Background: an optimization exercise with open tools, aiming at small area, a short achievable clock period and few clock cycles per item. Do not read the settings as production practice. The RTL was checked by simulation tests, not by an equivalence proof against the original design. Power figures rest on the tool's default switching activity, not on a simulated workload.

## flow/design.v (module list and top-level ports; edited modules follow where they fit)
// module jx_brake: 2423 lines
// module jx_fa: 10 lines
// module jx_ha: 9 lines
module jx_brake (
    input  wire        clk,
    input  wire        rst_n,         
    input  wire        show_load,     
    input  wire        start,         
    input  wire [63:0] acc,           
    input  wire        fallback,      
    input  wire        cfg_enable,    
    input  wire [15:0] cfg_release,   
    input  wire [31:0] cfg_budget,    
    input  wire [31:0] cfg_static,    
    input  wire [31:0] cfg_trim,      
    input  wire [5:0]  cfg_e,         
    output wire        ready,
    output reg         done,
    output reg  [16:0] factor,        
    output reg  [16:0] target,        
    output reg  [63:0] pred,          
    output reg  [63:0] acc_used,      
    output reg         evt_engage,
    output reg         evt_released,
    output reg         evt_fallback,
    output reg         evt_black
);
  // ...
==> flow/run.sh <==
#!/bin/bash
# synth_recipe.tcl (not shown) runs the flow's synth.tcl, then flattens the netlist and writes it again
# the make line also repeats each setting of config.mk as NAME=value (left out here)
make -C /OpenROAD-flow-scripts/flow DESIGN_CONFIG=/design/flow/config.mk WORK_HOME=/design/flow/orfs CLKGATE_MAP_FILE= SYNTH_SCRIPT=/design/flow/synth_recipe.tcl finish
==> flow/config.mk <==
export PLATFORM = sky130hd
export DESIGN_NAME = jx_brake
export DESIGN_NICKNAME = jx_brake
export VERILOG_FILES = /design/flow/design.v
export SDC_FILE = /design/flow/constraint.sdc
export NUM_CORES = 4
export LEC_CHECK = 0
export CAP_MARGIN = 20
export CORE_MARGIN = 2
export CORE_UTILIZATION = 40
export PLACE_DENSITY = 0.6
export SETUP_SLACK_MARGIN = 5
export SLEW_MARGIN = 20
export SYNTH_HIERARCHICAL = 1
export SYNTH_MINIMUM_KEEP_SIZE = 0
export TNS_END_PERCENT = 100
==> flow/constraint.sdc <==
create_clock -name core_clock -period 15.0 [get_ports {clk}]
set_input_delay 3.0000 -clock core_clock [delete_from_list [all_inputs] [get_ports {clk}]]
set_output_delay 3.0000 -clock core_clock [all_outputs]
set_load 0.01 [all_outputs]
==> metrics.log, run 1 <==
[metrics] Critical R2R Capture: factor[8]
[metrics] hold-critical path endpoint: evt_fallback
[metrics] number of inserted diodes: 11
[metrics] highest metal layer with signal wires: met5
[metrics] share of total power in combinational logic: approximately four fifths
[metrics] final design area excluding fillers: roughly 100000 um2
[metrics] Top power group: combinational cells
[metrics] outcome: timing/DRC/antenna clean
[metrics] placed standard-cell area: 91900 um2
[metrics] Buf+Inv Stages, Crit Path: 6
[metrics] startpoint of the worst setup timing path: d_r[66]
[metrics] family with the most delay on the worst path: compound AO/OA/AOI/OAI gates
[metrics] data required time of the critical path: about 16 ns
[metrics] average wire per cell in the routed design: 29.8 um
[metrics] ratio of routed vias to standard cells: roughly 6.1
[metrics] final-stage net count: ~12000
[metrics] depth of the worst hold-timing path: 2
[metrics] half-perimeter wire length of the detailed placement result: 278000 um
[metrics] setup slack after layout: approximately 4.6 ns
[metrics] buffering overhead: 9.45%
[metrics] clock period minus worst slack: 10.43 ns
[metrics] clock slew seen by the registers of the worst setup and hold paths: ~0.06 ns
[metrics] global-route layer with the greatest usage: met2
[metrics] worst slack after detailed placement: 1.88 ns
[metrics] fraction of synthesized cell area taken by the top area cell type: a little under a quarter
[metrics] first-pass GRT wire length: ~530000 um
[metrics] power dissipated by switching net loads: around 14 mW
[metrics] cell with the most instances after synthesis: sky130_fd_sc_hd__nor2_1
Testbench counts, summed over its fixed seeds: cycles 15,498, frames 3,200.
==> run 2, diff against run 1 <==
==> flow/flow/run.sh (new file) <==
#!/bin/bash
set -euo pipefail
bash standard.sh finish SETUP_SLACK_MARGIN=7 > standard_flow.log 2>&1
==> flow/standard.sh (new file) <==
#!/bin/bash
# synth_recipe.tcl (not shown) runs the flow's synth.tcl, then flattens the netlist and writes it again
# the make line also repeats each setting of config.mk as NAME=value (left out here)
make -C /OpenROAD-flow-scripts/flow DESIGN_CONFIG=/design/flow/config.mk WORK_HOME=/design/flow/orfs CLKGATE_MAP_FILE= SYNTH_SCRIPT=/design/flow/synth_recipe.tcl "${@:-finish}"
removed: flow/run.sh
==> metrics.log, run 2 <==
[metrics] hold-fix buffer count after cts: 0
[metrics] share of the yosys chip area belonging to registers: 21.4%
[metrics] count of distinct cell types in the synthesized netlist: 114
[metrics] Clock Path Buffers: 3
[metrics] TritonCTS Buffers: 92
[metrics] share of total power in combinational logic: 84.1% (+4.0 points)
[metrics] transition at the pin with the smallest max-transition slack: around 1.2 ns
[metrics] clock tree from TritonCTS: done
[metrics] via total after detailed routing: 76900
[metrics] share of layout cells above drive strength 1: approximately a fifth
[metrics] highest ir drop seen on vdd: 734 uV
[metrics] max FFs per register: 96
[metrics] fraction of synthesized cell area taken by the top area cell type: 23.6% (unchanged)
[metrics] via count of the first global-routing pass: between 70000 and 80000
[metrics] leading register cell type out of synthesis: sky130_fd_sc_hd__edfxtp_1
[metrics] ratio of routed vias to standard cells: 5.99 (-1.3%)
[metrics] Switching Fraction: 47.2%
[metrics] gr ovfl total: 0
[metrics] 1st-iter DRT viols: 7705
[metrics] synthesized netlist net count: about 11000
[metrics] number of filler cells placed in the layout: 19100
[metrics] data required time of the critical path: 15.66 ns (+0.02 ns)
[metrics] Buf+Inv Stages, Crit Path: 8 (+2)
[metrics] cells taking the most area after synthesis: sky130_fd_sc_hd__fa_1, sky130_fd_sc_hd__edfxtp_1, sky130_fd_sc_hd__ha_1
[metrics] post-detailed-route count of antenna-violating nets: 0
[metrics] registers with the highest flip-flop counts: cs_s x96, cs_c x79, d_r x72
[metrics] row count: 168
[metrics] outcome: timing/DRC/antenna clean
[metrics] Syn Std Cell Area: around 85000 um2
[metrics] first-pass GRT wire length: 517000 um (-2.9%)
[metrics] Internal: around 17 mW
[metrics] number of design rule violations left after detail routing: 0
[metrics] register ranked first by flip-flop count: cs_s
[metrics] first-pass detailed-route iteration total: 7
[metrics] maximum number of pins on one net before global-route repair: 90
[metrics] power per cell area: between 200 and 300 nW/um2
[metrics] synth cell count leaders: sky130_fd_sc_hd__nor2_1, sky130_fd_sc_hd__fa_1, sky130_fd_sc_hd__a21oi_1
[metrics] cell with the most instances after synthesis: sky130_fd_sc_hd__nor2_1
[metrics] Critical Path Start Type: primary input
[metrics] Clk Latency, worst-skew pair: 0.79 ns
[metrics] number of port buffers: about 360
[metrics] placed cell count: 12100
[metrics] Pleak: between 40 and 50 nW
[metrics] number of flops mapped to enable cells by yosys: 371
[metrics] area growth from synthesis to layout: 25.3%
[metrics] detailed-route wire length: about 360000 um
[metrics] floorplan die height: around 460 um
[metrics] final setup TNS: 0 ns
[metrics] half-perimeter wire length of the detailed placement result: 262000 um (-5.8%)
[metrics] CP max FO: 4
[metrics] commonest cells after routing, fill and taps aside: sky130_fd_sc_hd__nor2_1, sky130_fd_sc_hd__fa_1, sky130_fd_sc_hd__nand2_1
[metrics] instance count of the mapped netlist: a little over 9000
[metrics] Routability Congestion: around 0.99
[metrics] Max Transition Viols Final: 0
[metrics] total of max-cap violations: 0
[metrics] cell with the largest stage delay on the worst path: sky130_fd_sc_hd__fa_1
[metrics] Worst Skew: 0.0505 ns
[metrics] average cell area after synthesis: just over 9 um2
[metrics] data arrival time of the critical path: ~11 ns
[metrics] family with the most delay on the worst path: adder cells
[metrics] Tightest Hold Check Type: flop to flop
[metrics] type of the worst setup path: primary input to flop
[metrics] buffer type at the clock tree root: sky130_fd_sc_hd__clkbuf_16
[metrics] power dissipated by switching net loads: 15.0 mW (+9.0%)
[metrics] number of top-level pins: about 360
[metrics] Die Span X: between 400 and 500 um
[metrics] f_max: between 90 and 100 MHz
[metrics] average wire per cell in the routed design: 27.9 um (-6.3%)
[metrics] Hold Violations, Final: 0
[metrics] most common cell after layout, fill and taps aside: sky130_fd_sc_hd__nor2_1
[metrics] Yosys top cell by area: sky130_fd_sc_hd__fa_1
[metrics] final setup vio count: 0
[metrics] initial antenna violation count: 25
[metrics] full die area: about 220000 um2
[metrics] initial core utilization: around 40%
[metrics] Sinks on Clock Net: between 700 and 800
[metrics] Crit path largest cell delay: 0.63 ns
[metrics] final-stage net count: 11700 (+1.6%)
[metrics] Cell Count, Final, Fillers Out: about 13000
[metrics] count of synthesis-stage warnings from yosys: 7
[metrics] clock slew seen by the registers of the worst setup and hold paths: 0.06 ns (about the same)
[metrics] H-Tree Depth: 3
[metrics] overall fraction of global-route tracks in use: 32.2%
[metrics] Floorplan Core Area: about 210000 um2
[metrics] period utilization: 68.1%
[metrics] setup slack after layout: 4.78 ns (+0.212 ns)
[metrics] endpoint kind of the worst setup timing path: flop
[metrics] FF+latch count, synth: 718
[metrics] Async S/R FF share, synth: 0%
[metrics] relative contribution of the clock network to total power: ~7.5%
[metrics] Seq pwr share: under 10%
[metrics] worst slack after detailed placement: 2.28 ns (+0.398 ns)
[metrics] setup repair after global routing missed its margin: yes
[metrics] Worst slew margin: between 20% and 30%
[metrics] clock period minus worst slack: 10.22 ns (-0.212 ns)
==> run 2: cell count changes in the layout (fill, tap and decap cells not counted), moves of 29 or more <==
cell / previous run / this run
sky130_fd_sc_hd__a21oi_1: 669 / 610
sky130_fd_sc_hd__a21oi_2: 28 / 80
sky130_fd_sc_hd__o21ai_0: 364 / 310
sky130_fd_sc_hd__buf_6: 57 / 137
sky130_fd_sc_hd__buf_4: 374 / 443
sky130_fd_sc_hd__nor2_1: 1453 / 1422
sky130_fd_sc_hd__xnor2_1: 316 / 287
==> run 2: worst paths after layout <==
check,from,end,slack [ns],cells after the start
hold reg to reg,evt_released,evt_released,0.46,2
setup / recovery,cfg_trim[2],cs_s[63],4.78,36
hold / removal,evt_released,evt_released,0.46,2
setup reg to reg,rem[2],factor[13],4.81,43
==> run 2: layer usage <==
layer	part of all wire [%]	routed length [um]	global-route usage (%)
met3	8.7	31200	5.69
met4	7.3	26000	19.8
met1	38	137000	40.7
met2	46	163000	51.2
met5	0.018	66	0
==> run 2: timing repair <==
item / in CTS / in global routing
cloned: 35 / 8
gates resized for setup: 870 / 365
buffers inserted: 385 / 148
pin swaps: 240 / 239
setup endpoints to repair: 294 / 242
==> run 2: cell type report <==
cell class                      count  area, um2  area share, %
Antenna cell                       16       40.0         0.0378
Clock buffer                      132       2690           2.54
Clock inverter                     41        460          0.434
Inverter                          400       1520           1.44
Multi-Input combinational cell   7621      67900           64.0
Sequential cell                   718      18100           17.1
Tap cell                         2805       3510           3.31
Timing Repair Buffer             1089      11800           11.1
==> run 2: modules after synthesis, one instance, submodules excluded <==
| module | times used | flops+latches | cell area (um2) |
|---|---|---|---|
| jx_brake | 1 | 718 | 64400 |
| jx_fa | 993 | 0 | 20.0 |
| jx_ha | 31 | 0 | 12.5 |
==> run 2: stage by stage <==
stage                     hold slack, ns  utilization (%)  power, mW  area, um2
after detailed placement           0.461             43.9       20.2      92300
after global placement             0.445             43.9       20.1      92200
final                              0.464             50.5       31.8     106000
after global routing               0.489             50.5       33.2     106000
after floorplan                    0.440                -       14.4      86100
after CTS                          0.468             49.1       28.6     103000
==> run 2: power groups by stage <==
stage	combinational, mW	clock, mW	sequential [mW]
after floorplan	11.8	0	2.61
after global placement	17.4	0	2.71
after detailed placement	17.5	0	2.72
after CTS	23.5	2.40	2.68
after global routing	28.0	2.47	2.71
final	26.7	2.38	2.69
==> run 2: worst min-delay path: stages (launching register included) <==
cell and delay, ns:
sky130_fd_sc_hd__dfxtp_1 0.31, sky130_fd_sc_hd__nand2_1 0.05, sky130_fd_sc_hd__a21oi_1 0.05
==> run 2: cells by family after synthesis <==
group                    count (synthesis)  synth area share [%]
other                                    1               0.00443
multiplexers                           367                  5.37
adder cells (fa/ha/maj)               1630                  32.9
XOR/XNOR                               469                  4.85
AND/OR/NAND/NOR                       3091                  16.2
AO/OA/AOI/OAI                         2059                  15.4
buffers and inverters                  860                  3.88
flip-flops                             718                  21.4

==> re-timing with driven ports <==
Ports are ideal in the flow. The routed layouts listed here were re-timed in OpenROAD.
Step 1, drivers: a clkbuf_16 drives clk and a buf_2 each remaining input, both assumed.
Step 2 also shifts input and output timing later by t, the mid clock arrival at the registers, as if the neighbouring blocks saw the same clock.
Three values: no drivers, after step 1, after step 2; two values: the first two.
| run | t, ns | setup slack, ns | hold WS [ns] | cell pins on the clock port's net |
|---|---|---|---|---|
| run 1 | 0.848 | 4.568 / 4.568 / 3.978 | 0.456 / 0.456 / 0.456 | 1 |
| run 2 | 0.857 | 4.780 / 4.807 / 3.978 | 0.464 / 0.464 / 0.464 | 1 |
After both steps setup and hold are still met in every run listed. For run 2, which loses most, drivers alone change the setup slack by +0.027 ns; drivers and shift together by -0.802 ns.
